Source: an optimization exercise on an open RTL-to-GDS flow (aim: small area, a short achievable clock period and few clock cycles). Production flows keep margins and buffers that such runs may drop. In this exercise RTL edits were held to simulation tests only and were not proved equivalent to the original. Power is estimated from default activity; no workload was simulated.

Setup of v10:
// ang_track
module ang_track (
    input  wire        clk,
    input  wire        rst,             
    input  wire        load,
    input  wire [63:0] load_angle,
    input  wire [63:0] load_speed,
    input  wire [47:0] load_t,
    input  wire [15:0] load_k,
    input  wire [15:0] cfg_ppr,
    input  wire [3:0]  cfg_kp,
    input  wire [3:0]  cfg_ks,
    input  wire        cmd_valid,
    output wire        cmd_ready,
    input  wire        cmd_epoch,       
    input  wire [47:0] cmd_t,
    output reg         res_valid,
    output wire [63:0] res_angle,
    output wire [31:0] res_speed
);
For scale: roughly 7500 cells after synthesis, roughly 740 flip-flops, ~370 I/O pins, roughly 0.063 mm^2 of cells after synthesis.
make LEC_CHECK=0 CAP_MARGIN=20 CORE_MARGIN=2 CORE_UTILIZATION=40 SETUP_SLACK_MARGIN=4 SLEW_MARGIN=20 finish   # period 10.0 ns
run.sh (not shown) runs the stock make flow with config.mk's settings and CLKGATE_MAP_FILE= SYNTH_SCRIPT=/design/flow/synth_recipe.tcl, a recipe that flattens the netlist after the stock synthesis.
Testbench counts of v10, summed over its fixed seeds: cycles 109,837.
Here is what was changed in the inputs of v12 compared with v10.
diff --git a/flow/design.v b/flow/design.v
--- a/flow/design.v
+++ b/flow/design.v
@@ -123,15 +123,16 @@
             if (li % 2 == 0)
                 top2 = top2 | (lead[li] & dt[li-1]);
             fset = fset | ({3{lead[li]}} & dtx[2*((li+1)/2 - 1) +: 3]);
             mset = mset | ({5{lead[li]}} & ((li + 1) / 2 - 1));
         end
     end
     wire        mul1   = (dt[47:1] == 47'd0);    
-    reg  op_diff, op_sub;
+    wire op_diff = t_diff && !sd_busy;
+    wire op_sub  = p_div && dv_fin && th_done;
     wire op_add  = p_add;
     wire [14:0] kmask  = ~(15'h7FFF << ks);
     wire        brw    = (qlo < (spd[14:0] & kmask));
     wire [64:0] b_mag  = b_zero ? 65'd0 : b_two ? {spd, 1'b0} : {1'b0, spd};
     wire [79:0] b_term = {15'd0, b_mag} ^ {80{b_neg}};
     wire [63:0] meas   = {bhi, qm};
     wire        cin_hi = t_cmp || (op_add && !brw_r) || st_sub;
@@ -152,15 +153,15 @@
     wire        cin  = (t_mul && b_neg) || cin_hi;
     wire [80:0] sum  = {1'b0, x_hi, x_lo} + {1'b0, y_hi, y_lo} + {80'd0, cin};
     wire [63:0] s_hi = sum[79:16];
     wire        cout = sum[80];
     reg         tl_r, jn_r;
     wire        d_tail = st_run && tl_r;
     wire        d_junc = st_run && jn_r;
-    wire [5:0]  dn_nx  = skip ? dn : dn - 6'd1;
+    wire [5:0]  dn_nx  = skip ? dne : dne - 6'd1;
     wire [51:0] d_rr   = {2'b00, rm, d_tail ? 2'b00 : qd[63:62]};
     wire [51:0] d_n1   = ~{4'd0, dt};
     wire [51:0] d_n2   = ~{3'd0, dt, 1'b0};
     wire [51:0] d_t1   = d_rr + d_n1 + 52'd1;
     wire [51:0] d_t2   = d_rr + d_n2 + 52'd1;
     wire [51:0] d_cs   = d_rr ^ d_n1 ^ d_n2;
     wire [51:0] d_cc   = {(d_rr[50:0] & d_n1[50:0]) | (d_rr[50:0] & d_n2[50:0]) |
@@ -174,54 +175,44 @@
     wire [17:0] s_df1  = {1'b0, s_sh1} - {2'b00, ppr};
     wire        s_f1   = !s_df1[17];
     wire [15:0] s_r1   = s_f1 ? s_df1[15:0] : s_sh1[15:0];
     wire [16:0] s_sh2  = {s_r1, 1'b0};
     wire [17:0] s_df2  = {1'b0, s_sh2} - {2'b00, ppr};
     wire        s_f2   = !s_df2[17];
     wire [15:0] s_r2   = s_f2 ? s_df2[15:0] : s_sh2[15:0];
-    wire dvf_set = dv_go && !st_set && ((skip && s8 == 4'd1 && dn == 6'd0) ||
-                                        (!skip && dn == 6'd1));
-    wire dvf_nx  = (dv_fin || dvf_set) && !st_sub;
-    wire thd_nx  = (th_done || (t_upd && ks == 4'd0) ||
-                    (t_sks && (sc == 4'd4 || sc == 4'd1)) || t_cmp) && !st_set;
-    wire pdv_nx  = (p_div && !op_sub) || (st_set && !ep);
-    wire tdf_nx  = (t_diff && !op_diff) || (t_pred && !ep);
-    wire sdb_nx  = op_diff || st_pset || (sd_busy && sn != 5'd1);
     always @(posedge clk) begin
-        op_diff <= tdf_nx && !sdb_nx && !rst;
-        op_sub  <= pdv_nx && dvf_nx && thd_nx && !rst;
         if (sn != 5'd0) begin
             rs <= s_r2;
             qm <= {qm[45:0], s_f1, s_f2};
             sn <= sn - 5'd1;
             if (sn == 5'd1)
                 sd_busy <= 1'b0;
         end
         if (dv_go) begin
-            tl_r <= !st_set && (dn_nx <= {3'd0, ks[3:1]});
-            jn_r <= !st_set && ks[0] && (dn_nx == {3'd0, ks[3:1]} + 6'd1);
+            tl_r <= (dn_nx <= {3'd0, ks[3:1]});
+            jn_r <= ks[0] && (dn_nx == {3'd0, ks[3:1]} + 6'd1);
             if (skip) begin
                 rm <= {rm[39:0], qd[63:56]};
                 qd <= {qd[64], qd[55:0], 8'd0};
                 s8 <= s8e - 4'd1;
                 dn <= dne;
-                if (!st_set && s8 == 4'd1 && dn == 6'd0)
+                if (s8e == 4'd1 && dne == 6'd0)
                     dv_fin <= 1'b1;
             end else if (st_set || dn != 6'd0) begin
                 rm <= d_r2;
                 if (d_tail)
                     qlo <= {qlo[12:0], d_q};
                 else if (d_junc) begin
                     qd  <= {qd[64], qd[62:0], d_q[1]};
                     qlo <= {qlo[13:0], d_q[0]};
                 end else
                     qd <= {qd[64], qd[61:0], d_q};
                 s8 <= 4'd0;
                 dn <= dne - 6'd1;
-                if (!st_set && dn == 6'd1)
+                if (dne == 6'd1)
                     dv_fin <= 1'b1;
             end
         end
         if (res_valid && rsel && gt)
             pub <= acc[79:16];
         res_valid <= 1'b0;
         if (st_sub) begin
[summary]
v12 ran to completion and came out clean on the timing, DRC and antenna checks. Global-route track usage on met3: lower on v12. Against v10 as the reference, v12 delivers a lower clock period minus final worst setup slack. Comparing v10 and v12, the higher fraction of final layout cells with drive strength greater than 1 was measured on v10. Multiplexer area fraction after synthesis ends up lower on v10. Power share of the combinational group: v12 < v10. On synthesized cell count, v10 tracks v12 almost exactly. Comparing clock power for v10 and v12, the smaller number came from v12.
Testbench counts of v12, summed over its fixed seeds: cycles 109,837.

oak:
Another version of the RTL of ang_track (not shown whole).
Size: roughly 7600 cells after synthesis, roughly 740 flip-flops, about 370 I/O pins.
==> flow/config.mk <==
export PLATFORM = sky130hd
export DESIGN_NAME = ang_track
export DESIGN_NICKNAME = ang_track
export VERILOG_FILES = /design/flow/design.v
export SDC_FILE = /design/flow/constraint.sdc
export NUM_CORES = 4
export LEC_CHECK = 0
export CAP_MARGIN = 20
export CORE_MARGIN = 2
export CORE_UTILIZATION = 40
export SETUP_SLACK_MARGIN = 5
export SLEW_MARGIN = 20
==> flow/constraint.sdc <==
create_clock -name core_clock -period 10.0 [get_ports {clk}]
set_input_delay 2.0000 -clock core_clock [delete_from_list [all_inputs] [get_ports {clk}]]
set_output_delay 2.0000 -clock core_clock [all_outputs]
set_load 0.01 [all_outputs]
Testbench counts of oak, summed over its fixed seeds: cycles 106,338.
Setup changes, oak to pine
--- a/flow/design.v
+++ b/flow/design.v
@@ -58,15 +58,15 @@
     reg [47:0] qm;          
     reg [4:0]  sn;          
     reg        sd_busy;
     reg [3:0]  sc;          
     reg [14:0] qlo;         
     reg        brw_r;       
     wire fin = st_run && (th_done || t_cmp) && (p_done || p_add);
-    assign cmd_ready = st_idle || (fin && !st_sub) || (t_pred && ep);
+    assign cmd_ready = st_idle || fin;
     assign res_angle = rsel ? (gt ? acc[79:16] : pub) : theta;
     assign res_speed = spd[47:16];
     wire ld_ok  = st_idle || st_pset || st_pdiv;
     wire accept = cmd_valid && cmd_ready && !load;
     wire [16:0] k1     = {1'b0, k} + 17'd1;
     wire        wrap   = !(k1 < {1'b0, ppr});
     wire [15:0] kn     = wrap ? 16'd0 : k1[15:0];
@@ -130,24 +130,25 @@
     reg  op_diff, op_sub;
     wire op_add  = p_add;
     wire [14:0] kmask  = ~(15'h7FFF << ks);
     wire        brw    = (qlo < (spd[14:0] & kmask));
     wire [64:0] b_mag  = b_zero ? 65'd0 : b_two ? {spd, 1'b0} : {1'b0, spd};
     wire [79:0] b_term = {15'd0, b_mag} ^ {80{b_neg}};
     wire [63:0] meas   = {bhi, qm};
-    wire        cin_hi = (op_add && !brw_r) || st_sub;
+    wire        cin_hi = t_cmp || (op_add && !brw_r) || st_sub;
     wire [63:0] x_hi = ({64{t_mul}}            & acc[77:14]) |
-                       ({64{t_pred}}           & acc[79:16]) |
+                       ({64{t_pred || t_cmp}}  & acc[79:16]) |
                        ({64{t_upd}}            & ~acc[79:16]) |
                        ({64{op_diff}}          & ~meas) |
                        ({64{op_sub || op_add}} & qd[63:0]) |
                        ({64{st_sub}}           & {16'd0, dt});
     wire [15:0] x_lo = {16{t_mul}} & {acc[13:0], 2'b00};
     wire [63:0] y_hi = ({64{t_mul}}                      & b_term[79:16]) |
                        ({64{t_pred || op_diff || t_upd}} & theta) |
+                       ({64{t_cmp}}                      & ~pub) |
                        ({64{op_sub}}                     & ~acc[79:16]) |
                        ({64{op_add}}                     & spd) |
                        ({64{st_sub}}                     & {16'hFFFF, ~tt});
     wire [15:0] y_lo = t_mul ? b_term[15:0] : {16{cin_hi}};
     wire        cin  = (t_mul && b_neg) || cin_hi;
     wire [80:0] sum  = {1'b0, x_hi, x_lo} + {1'b0, y_hi, y_lo} + {80'd0, cin};
     wire [63:0] s_hi = sum[79:16];
@@ -341,15 +342,15 @@
             end
             if (sc == 4'd4 || sc == 4'd1) begin
                 t_sks   <= 1'b0;
                 th_done <= 1'b1;
             end
         end
         if (t_cmp) begin
-            gt      <= (acc[79:16] >= pub);
+            gt      <= cout;
             t_cmp   <= 1'b0;
             th_done <= 1'b1;
         end
         if (op_sub) begin
             qd[63:0] <= s_hi;
             brw_r    <= brw;
             p_div    <= 1'b0;
@@ -358,17 +359,17 @@
         if (op_add) begin
             spd    <= s_hi;
             p_add  <= 1'b0;
             p_done <= 1'b1;
         end
         if (fin) begin
             res_valid <= 1'b1;
-            rsel      <= t_cmp;
+            rsel      <= ep;
             st_run    <= 1'b0;
-            st_idle   <= !st_sub;
+            st_idle   <= 1'b1;
         end
         if (accept) begin
             ep      <= cmd_epoch;
             dt      <= cmd_t;
             qd      <= {1'b0, pitch, 16'd0};
             st_idle <= 1'b0;
             st_sub  <= 1'b1;
pine ends up with a count of cell types in the netlist that is 2 higher than in oak.
In pine, smallest setup slack after layout is higher than in oak.
Cmp oak and pine / combined area of the multi-input logic cells / lower: pine
pine vs oak, net count reported at finish went down by 2.2%.
Looking at sequential cell area share across oak and pine, the one that comes out higher is pine.
Relative to oak, utilization decreased by 0.58 points in pine.
Re wire length on met1: pine is about 1% up on oak.
Testbench counts of pine, summed over its fixed seeds: cycles 109,837.

The RTL this note starts from:
==> flow/design.v <==
module ang_track (
    input  wire        clk,
    input  wire        rst,             
    input  wire        load,
    input  wire [63:0] load_angle,
    input  wire [63:0] load_speed,
    input  wire [47:0] load_t,
    input  wire [15:0] load_k,
    input  wire [15:0] cfg_ppr,
    input  wire [3:0]  cfg_kp,
    input  wire [3:0]  cfg_ks,
    input  wire        cmd_valid,
    output wire        cmd_ready,
    input  wire        cmd_epoch,       
    input  wire [47:0] cmd_t,
    output reg         res_valid,
    output wire [63:0] res_angle,
    output wire [31:0] res_speed
);
    reg [63:0] theta;
    reg [63:0] spd;
    reg [47:0] tt;
    reg [15:0] k;
    reg [15:0] bhi;         
    reg [63:0] pub;
    reg [15:0] ppr;
    reg [3:0]  kp;
    reg [3:0]  ks;
    reg [47:0] pitch;       
    reg        st_idle, st_pset, st_pdiv, st_sub, st_set, st_run;
    reg        t_mul;       
    reg        t_pred;      
    reg        t_diff;      
    reg        t_shift;     
    reg        t_upd;       
    reg        t_cmp;       
    reg        p_div;       
    reg        p_shift;     
    reg        p_add;       
    reg        th_done;     
    reg        p_done;      
    reg        ep;
    reg        rsel;        
    reg        gt;          
    reg [47:0] dt;          
    reg [79:0] acc;         
    reg [4:0]  mi;          
    reg        b_neg, b_two, b_zero;    
    reg [64:0] qd;          
    reg [47:0] rm;          
    reg [3:0]  s8;          
    reg [5:0]  dn;          
    reg        dv_fin;      
    reg [15:0] rs;          
    reg [47:0] qm;          
    reg [4:0]  sn;          
    reg        sd_busy;
    reg [3:0]  sc;          
    reg [3:0]  sk;          
    wire fin = st_run && (th_done || t_upd || t_cmp) && (p_done || op_add);
    assign cmd_ready = st_idle || fin;
    assign res_angle = rsel ? (gt ? acc[79:16] : pub) : theta;
    assign res_speed = spd[47:16];
    wire ld_ok  = st_idle || st_pset || st_pdiv;
    wire accept = cmd_valid && cmd_ready && !load;
    wire [16:0] k1     = {1'b0, k} + 17'd1;
    wire        wrap   = !(k1 < {1'b0, ppr});
    wire [15:0] kn     = wrap ? 16'd0 : k1[15:0];
    wire [15:0] bn     = wrap ? bhi + 16'd1 : bhi;
    function [6:0] blen64(input [63:0] v);
        integer i;
        begin
            blen64 = 7'd0;
            for (i = 0; i < 64; i = i + 1)
                if (v[i]) blen64 = i + 1;
        end
    endfunction
    wire [6:0] p_len  = blen64({48'd0, ppr});
    wire       p_pow2 = ((ppr & (ppr - 16'd1)) == 16'd0);
    wire [6:0] bn_len = st_pset ? 7'd49 : 7'd65 - p_len + {6'd0, p_pow2};
    wire [6:0] bd_len = blen64({16'd0, dt});
    wire [7:0] zq     = 8'd63 + {1'b0, bd_len} - {1'b0, bn_len};
    wire [3:0] s8_set = (bd_len == 7'd0) ? 4'd0 :
                        (zq[7:3] >= 5'd8) ? 4'd8 : {1'b0, zq[5:3]};
    wire [5:0] dn_set = 6'd32 - {s8_set, 2'd0};
    wire       dv_go  = st_pdiv || st_run || (st_set && !ep);
    wire [3:0] s8e    = st_set ? s8_set : s8;
    wire [5:0] dne    = st_set ? dn_set : dn;
    wire [49:0] dtx    = {1'b0, dt, 1'b0};
    function [2:0] field(input [49:0] v, input [4:0] j);
        integer i;
        begin
            field = 3'd0;
            for (i = 0; i < 25; i = i + 1)
                if (j == i) field = v[2*i +: 3];
        end
    endfunction
    wire [4:0]  mtop   = bd_len[5:1];       
    wire [4:0]  fidx   = (st_set ? mtop : mi) - 5'd1;
    wire [2:0]  fnext  = field(dtx, fidx);
    wire        top2   = bd_len[0] && fnext[2] && (mtop != 5'd0);
    wire op_diff = t_diff && !sd_busy;
    wire op_sub  = p_div && dv_fin && (th_done || t_shift);
    wire op_add  = p_add && !t_upd;
    wire [64:0] b_mag  = b_zero ? 65'd0 : b_two ? {spd, 1'b0} : {1'b0, spd};
    wire [79:0] b_term = {15'd0, b_mag} ^ {80{b_neg}};
    wire [63:0] meas   = {bhi, qm};
    wire        cin_hi = t_cmp || op_sub || st_sub;
    wire [63:0] x_hi = ({64{t_mul}}            & acc[77:14]) |
                       ({64{t_pred || t_cmp}}  & acc[79:16]) |
                       ({64{t_upd}}            & ~acc[79:16]) |
                       ({64{op_diff}}          & ~meas) |
                       ({64{op_sub || op_add}} & qd[63:0]) |
                       ({64{st_sub}}           & {16'd0, dt});
    wire [15:0] x_lo = {16{t_mul}} & {acc[13:0], 2'b00};
    wire [63:0] y_hi = ({64{t_mul}}                      & b_term[79:16]) |
                       ({64{t_pred || op_diff || t_upd}} & theta) |
                       ({64{t_cmp}}                      & ~pub) |
                       ({64{op_sub}}                     & ~spd) |
                       ({64{op_add}}                     & spd) |
                       ({64{st_sub}}                     & {16'hFFFF, ~tt});
    wire [15:0] y_lo = t_mul ? b_term[15:0] : {16{cin_hi}};
    wire        cin  = (t_mul && b_neg) || cin_hi;
    wire [80:0] sum  = {1'b0, x_hi, x_lo} + {1'b0, y_hi, y_lo} + {80'd0, cin};
    wire [63:0] s_hi = sum[79:16];
    wire        cout = sum[80];
    wire [51:0] d_rr   = {2'b00, rm, qd[63:62]};
    wire [51:0] d_n1   = ~{4'd0, dt};
    wire [51:0] d_n2   = ~{3'd0, dt, 1'b0};
    wire [51:0] d_t1   = d_rr + d_n1 + 52'd1;
    wire [51:0] d_t2   = d_rr + d_n2 + 52'd1;
    wire [51:0] d_cs   = d_rr ^ d_n1 ^ d_n2;
    wire [51:0] d_cc   = {(d_rr[50:0] & d_n1[50:0]) | (d_rr[50:0] & d_n2[50:0]) |
                          (d_n1[50:0] & d_n2[50:0]), 1'b0};
    wire [51:0] d_t3   = d_cs + d_cc + 52'd2;
    wire [1:0]  d_q    = !d_t3[51] ? 2'd3 : !d_t2[51] ? 2'd2 :
                         !d_t1[51] ? 2'd1 : 2'd0;
    wire [47:0] d_r2   = !d_t3[51] ? d_t3[47:0] : !d_t2[51] ? d_t2[47:0] :
                         !d_t1[51] ? d_t1[47:0] : d_rr[47:0];
    wire [16:0] s_sh1  = {rs, 1'b0};
    wire [17:0] s_df1  = {1'b0, s_sh1} - {2'b00, ppr};
    wire        s_f1   = !s_df1[17];
    wire [15:0] s_r1   = s_f1 ? s_df1[15:0] : s_sh1[15:0];
    wire [16:0] s_sh2  = {s_r1, 1'b0};
    wire [17:0] s_df2  = {1'b0, s_sh2} - {2'b00, ppr};
    wire        s_f2   = !s_df2[17];
    wire [15:0] s_r2   = s_f2 ? s_df2[15:0] : s_sh2[15:0];
    always @(posedge clk) begin
        if (sn != 5'd0) begin
            rs <= s_r2;
            qm <= {qm[45:0], s_f1, s_f2};
            sn <= sn - 5'd1;
            if (sn == 5'd1)
                sd_busy <= 1'b0;
        end
        if (dv_go) begin
            if (s8e != 4'd0) begin
                rm <= {rm[39:0], qd[63:56]};
                qd <= {qd[64], qd[55:0], 8'd0};
                s8 <= s8e - 4'd1;
                dn <= dne;
                if (s8e == 4'd1 && dne == 6'd0)
                    dv_fin <= 1'b1;
            end else if (dne != 6'd0) begin
                rm <= d_r2;
                qd <= {qd[64], qd[61:0], d_q};
                s8 <= 4'd0;
                dn <= dne - 6'd1;
                if (dne == 6'd1)
                    dv_fin <= 1'b1;
            end
        end
        if (res_valid && rsel && gt)
            pub <= acc[79:16];
        res_valid <= 1'b0;
        if (st_sub) begin
            dt     <= s_hi[47:0];               
            if (!ep)
                tt <= dt;
            rm     <= 48'd0;
            dv_fin <= 1'b0;
            st_sub <= 1'b0;
            st_set <= 1'b1;
        end
        if (st_pset) begin
            rs      <= kn;
            sn      <= 5'd24;
            sd_busy <= 1'b1;
            rm      <= 48'd0;
            s8      <= s8_set;
            dn      <= dn_set;
            dv_fin  <= 1'b0;
            st_pset <= 1'b0;
            st_pdiv <= 1'b1;
        end
        if (st_pdiv && dv_fin) begin
            pitch   <= qd[47:0];
            st_pdiv <= 1'b0;
            st_idle <= 1'b1;
        end
        if (st_set) begin
            acc    <= (bd_len == 7'd0) ? 80'd0 :
                      top2 ? {15'd0, spd, 1'b0} : {16'd0, spd};
            mi     <= fidx;
            b_neg  <= fnext[2] && !(fnext[1] && fnext[0]);
            b_two  <= (fnext == 3'b011) || (fnext == 3'b100);
            b_zero <= (fnext == 3'b000) || (fnext == 3'b111);
            if (mtop == 5'd0)
                t_pred <= 1'b1;
            else
                t_mul  <= 1'b1;
            th_done <= 1'b0;
            p_done  <= ep;
            if (ep) begin
                s8 <= 4'd0;
                dn <= 6'd0;
            end else
                p_div <= 1'b1;
            st_set <= 1'b0;
            st_run <= 1'b1;
        end
        if (t_mul) begin
            acc    <= sum[79:0];
            mi     <= fidx;
            b_neg  <= fnext[2] && !(fnext[1] && fnext[0]);
            b_two  <= (fnext == 3'b011) || (fnext == 3'b100);
            b_zero <= (fnext == 3'b000) || (fnext == 3'b111);
            if (mi == 5'd0) begin
                t_mul  <= 1'b0;
                t_pred <= 1'b1;
            end
        end
        if (t_pred) begin
            acc[79:16] <= s_hi;
            t_pred     <= 1'b0;
            if (ep)
                t_cmp  <= 1'b1;
            else begin
                theta  <= s_hi;
                t_diff <= 1'b1;
            end
        end
        if (op_diff) begin
            acc[79:16] <= s_hi;
            sc         <= kp;
            t_diff     <= 1'b0;
            if (kp == 4'd0)
                t_upd   <= 1'b1;
            else
                t_shift <= 1'b1;
            rs      <= kn;
            sn      <= 5'd24;
            sd_busy <= 1'b1;
        end
        if (t_shift) begin
            acc[79:16] <= {acc[79], acc[79:17]};
            sc         <= sc - 4'd1;
            if (sc == 4'd1) begin
                t_shift <= 1'b0;
                t_upd   <= 1'b1;
            end
        end
        if (t_upd) begin
            theta   <= s_hi;
            t_upd   <= 1'b0;
            th_done <= 1'b1;
        end
        if (t_cmp) begin
            gt      <= cout;
            t_cmp   <= 1'b0;
            th_done <= 1'b1;
        end
        if (op_sub) begin
            qd    <= {~spd[63] ^ cout, s_hi};
            sk    <= ks;
            p_div <= 1'b0;
            if (ks == 4'd0)
                p_add   <= 1'b1;
            else
                p_shift <= 1'b1;
        end
        if (p_shift) begin
            if (sk[3:2] != 2'd0) begin
                qd <= {{4{qd[64]}}, qd[64:4]};
                sk <= sk - 4'd4;
            end else begin
                qd <= {qd[64], qd[64:1]};
                sk <= sk - 4'd1;
            end
            if (sk == 4'd4 || sk == 4'd1) begin
                p_shift <= 1'b0;
                p_add   <= 1'b1;
            end
        end
        if (op_add) begin
            spd    <= s_hi;
            p_add  <= 1'b0;
            p_done <= 1'b1;
        end
        if (fin) begin
            res_valid <= 1'b1;
            rsel      <= ep;
            st_run    <= 1'b0;
            st_idle   <= 1'b1;
        end
        if (accept) begin
            ep      <= cmd_epoch;
            dt      <= cmd_t;
            qd      <= {1'b0, pitch, 16'd0};
            st_idle <= 1'b0;
            st_sub  <= 1'b1;
            if (!cmd_epoch) begin
                k   <= kn;
                bhi <= bn;
            end
        end
        if (load && ld_ok) begin
            theta   <= load_angle;
            pub     <= load_angle;
            spd     <= load_speed;
            tt      <= load_t;
            k       <= load_k;
            bhi     <= load_angle[63:48];
            ppr     <= cfg_ppr;
            kp      <= cfg_kp;
            ks      <= cfg_ks;
            dt      <= {32'd0, cfg_ppr};
            qd      <= {1'b0, 64'h0001_0000_0000_0000};
            st_idle <= 1'b0;
            st_pdiv <= 1'b0;
            st_pset <= 1'b1;
        end
        if (rst) begin
            st_idle   <= 1'b1;
            st_pset   <= 1'b0;
            st_pdiv   <= 1'b0;
            st_sub    <= 1'b0;
            st_set    <= 1'b0;
            st_run    <= 1'b0;
            t_mul     <= 1'b0;
            t_pred    <= 1'b0;
            t_diff    <= 1'b0;
            t_shift   <= 1'b0;
            t_upd     <= 1'b0;
            t_cmp     <= 1'b0;
            p_div     <= 1'b0;
            p_shift   <= 1'b0;
            p_add     <= 1'b0;
            res_valid <= 1'b0;
            sn        <= 5'd0;
            sd_busy   <= 1'b0;
        end
    end
endmodule
Settings: LEC_CHECK=0, CAP_MARGIN=20, CORE_MARGIN=2, CORE_UTILIZATION=40, SETUP_SLACK_MARGIN=4, SLEW_MARGIN=20; clock period 10.0 ns.
The baseline produced a clean layout.
Testbench counts at the start, summed over its fixed seeds: cycles 115,423.
Rerun with:
--- a/flow/design.v
+++ b/flow/design.v
@@ -26,8 +26,11 @@
     reg [15:0] ppr;
     reg [3:0]  kp;
     reg [3:0]  ks;
     reg [47:0] pitch;       
+    reg [7:0]  zc;          
+    reg [8:0]  zoh;         
+    reg        zall;        
     reg        st_idle, st_pset, st_pdiv, st_sub, st_set, st_run;
     reg        t_mul;       
     reg        t_pred;      
     reg        t_diff;      
@@ -76,17 +79,24 @@
         end
     endfunction
     wire [6:0] p_len  = blen64({48'd0, ppr});
     wire       p_pow2 = ((ppr & (ppr - 16'd1)) == 16'd0);
-    wire [6:0] bn_len = st_pset ? 7'd49 : 7'd65 - p_len + {6'd0, p_pow2};
     wire [6:0] bd_len = blen64({16'd0, dt});
-    wire [7:0] zq     = 8'd63 + {1'b0, bd_len} - {1'b0, bn_len};
+    wire [7:0] zq     = (st_pset ? 8'd14 : zc) + {1'b0, bd_len};
     wire [3:0] s8_set = (bd_len == 7'd0) ? 4'd0 :
                         (zq[7:3] >= 5'd8) ? 4'd8 : {1'b0, zq[5:3]};
     wire [5:0] dn_set = 6'd32 - {s8_set, 2'd0};
     wire       dv_go  = st_pdiv || st_run || (st_set && !ep);
     wire [3:0] s8e    = st_set ? s8_set : s8;
     wire [5:0] dne    = st_set ? dn_set : dn;
+    reg        sk8;
+    integer    zi;
+    always @(*) begin
+        sk8 = zall;
+        for (zi = 0; zi < 9; zi = zi + 1)
+            sk8 = sk8 | (zoh[zi] & (|(dt >> zi)));
+    end
+    wire       skip   = st_set ? sk8 : (s8 != 4'd0);
     wire [49:0] dtx    = {1'b0, dt, 1'b0};
     function [2:0] field(input [49:0] v, input [4:0] j);
         integer i;
         begin
@@ -94,12 +104,29 @@
             for (i = 0; i < 25; i = i + 1)
                 if (j == i) field = v[2*i +: 3];
         end
     endfunction
-    wire [4:0]  mtop   = bd_len[5:1];       
-    wire [4:0]  fidx   = (st_set ? mtop : mi) - 5'd1;
+    wire [4:0]  fidx   = mi - 5'd1;
     wire [2:0]  fnext  = field(dtx, fidx);
-    wire        top2   = bd_len[0] && fnext[2] && (mtop != 5'd0);
+    reg  [47:0] lead;
+    reg         top2;
+    reg  [2:0]  fset;
+    reg  [4:0]  mset;
+    integer     li;
+    always @(*) begin
+        for (li = 0; li < 48; li = li + 1)
+            lead[li] = dt[li] && (li == 47 ? 1'b1 : !(|(dt >> (li + 1))));
+        top2 = 1'b0;
+        fset = 3'd0;
+        mset = 5'd0;
+        for (li = 1; li < 48; li = li + 1) begin
+            if (li % 2 == 0)
+                top2 = top2 | (lead[li] & dt[li-1]);
+            fset = fset | ({3{lead[li]}} & dtx[2*((li+1)/2 - 1) +: 3]);
+            mset = mset | ({5{lead[li]}} & ((li + 1) / 2 - 1));
+        end
+    end
+    wire        mul1   = (dt[47:1] == 47'd0);    
     wire op_diff = t_diff && !sd_busy;
     wire op_sub  = p_div && dv_fin && (th_done || t_shift);
     wire op_add  = p_add && !t_upd;
     wire [64:0] b_mag  = b_zero ? 65'd0 : b_two ? {spd, 1'b0} : {1'b0, spd};
@@ -153,16 +180,16 @@
             if (sn == 5'd1)
                 sd_busy <= 1'b0;
         end
         if (dv_go) begin
-            if (s8e != 4'd0) begin
+            if (skip) begin
                 rm <= {rm[39:0], qd[63:56]};
                 qd <= {qd[64], qd[55:0], 8'd0};
                 s8 <= s8e - 4'd1;
                 dn <= dne;
                 if (s8e == 4'd1 && dne == 6'd0)
                     dv_fin <= 1'b1;
-            end else if (dne != 6'd0) begin
+            end else if (st_set || dn != 6'd0) begin
                 rm <= d_r2;
                 qd <= {qd[64], qd[61:0], d_q};
                 s8 <= 4'd0;
                 dn <= dne - 6'd1;
@@ -182,8 +209,13 @@
             st_sub <= 1'b0;
             st_set <= 1'b1;
         end
         if (st_pset) begin
+            zc      <= {1'b0, p_len} - 8'd2 - {7'd0, p_pow2};
+            for (zi = 0; zi < 9; zi = zi + 1)
+                zoh[zi] <= ({1'b0, p_len} - 8'd2 - {7'd0, p_pow2} == 8'd7 - zi);
+            zall    <= ({1'b0, p_len} - 8'd2 - {7'd0, p_pow2} >= 8'd7) &&
+                       ({1'b0, p_len} < 8'd2 + {7'd0, p_pow2} ? 1'b0 : 1'b1);
             rs      <= kn;
             sn      <= 5'd24;
             sd_busy <= 1'b1;
             rm      <= 48'd0;
@@ -198,15 +230,15 @@
             st_pdiv <= 1'b0;
             st_idle <= 1'b1;
         end
         if (st_set) begin
-            acc    <= (bd_len == 7'd0) ? 80'd0 :
+            acc    <= (dt == 48'd0) ? 80'd0 :
                       top2 ? {15'd0, spd, 1'b0} : {16'd0, spd};
-            mi     <= fidx;
-            b_neg  <= fnext[2] && !(fnext[1] && fnext[0]);
-            b_two  <= (fnext == 3'b011) || (fnext == 3'b100);
-            b_zero <= (fnext == 3'b000) || (fnext == 3'b111);
-            if (mtop == 5'd0)
+            mi     <= mset;
+            b_neg  <= fset[2] && !(fset[1] && fset[0]);
+            b_two  <= (fset == 3'b011) || (fset == 3'b100);
+            b_zero <= (fset == 3'b000) || (fset == 3'b111);
+            if (mul1)
                 t_pred <= 1'b1;
             else
                 t_mul  <= 1'b1;
             th_done <= 1'b0;
=> Power goes up by 8.1%; sequential power goes up by 6.3%; setup slack improves by 640 ps; core utilization goes down by 1.7 points; count of clock-buffer cells in the layout goes up by 1; routed wire length goes up by 6.0%; non-clock buffer count goes down by 72; worst hold slack improves by 13 ps.
Testbench counts after the change, summed over its fixed seeds: cycles 115,423.

==> re-timing with driven ports <==
No port has a modelled driver above. Below, the same layouts with a new extraction and two added sets of constraints. Step 1 (the two cells are an assumption about what drives the block):
set clk [get_ports {clk}]
set_driving_cell -lib_cell sky130_fd_sc_hd__clkbuf_16 $clk
set_driving_cell -lib_cell sky130_fd_sc_hd__buf_2 [delete_from_list [all_inputs] $clk]
Step 2 moves the port delays by t, midway between the first and last clock arrival at a register: inputs arrive t later, outputs are due t later. That takes back most of the time a late clock gives input paths. Slacks: ideal / step 1 / step 2; pairs: ideal / step 1.
run | t (ns) | slack for setup (ns) | worst data-port slew with drivers (ns)
v10 | 0.818 | 3.962 / 3.962 / 3.962 | 0.15
v12 | 0.780 | 4.028 / 4.028 / 4.028 | 0.15
oak | 0.809 | 4.636 / 4.636 / 4.368 | 0.16
pine | 0.823 | 4.794 / 4.794 / 4.186 | 0.17
the first run of note 3 | 0.803 | 3.289 / 3.289 / 3.289 | 0.09
the second run of note 3 | 0.790 | 3.925 / 3.925 / 3.925 | 0.11
After both steps every run listed still meets setup and hold. For pine, which loses most, drivers alone change the setup slack by 0.000 ns; drivers and shift together by -0.608 ns.
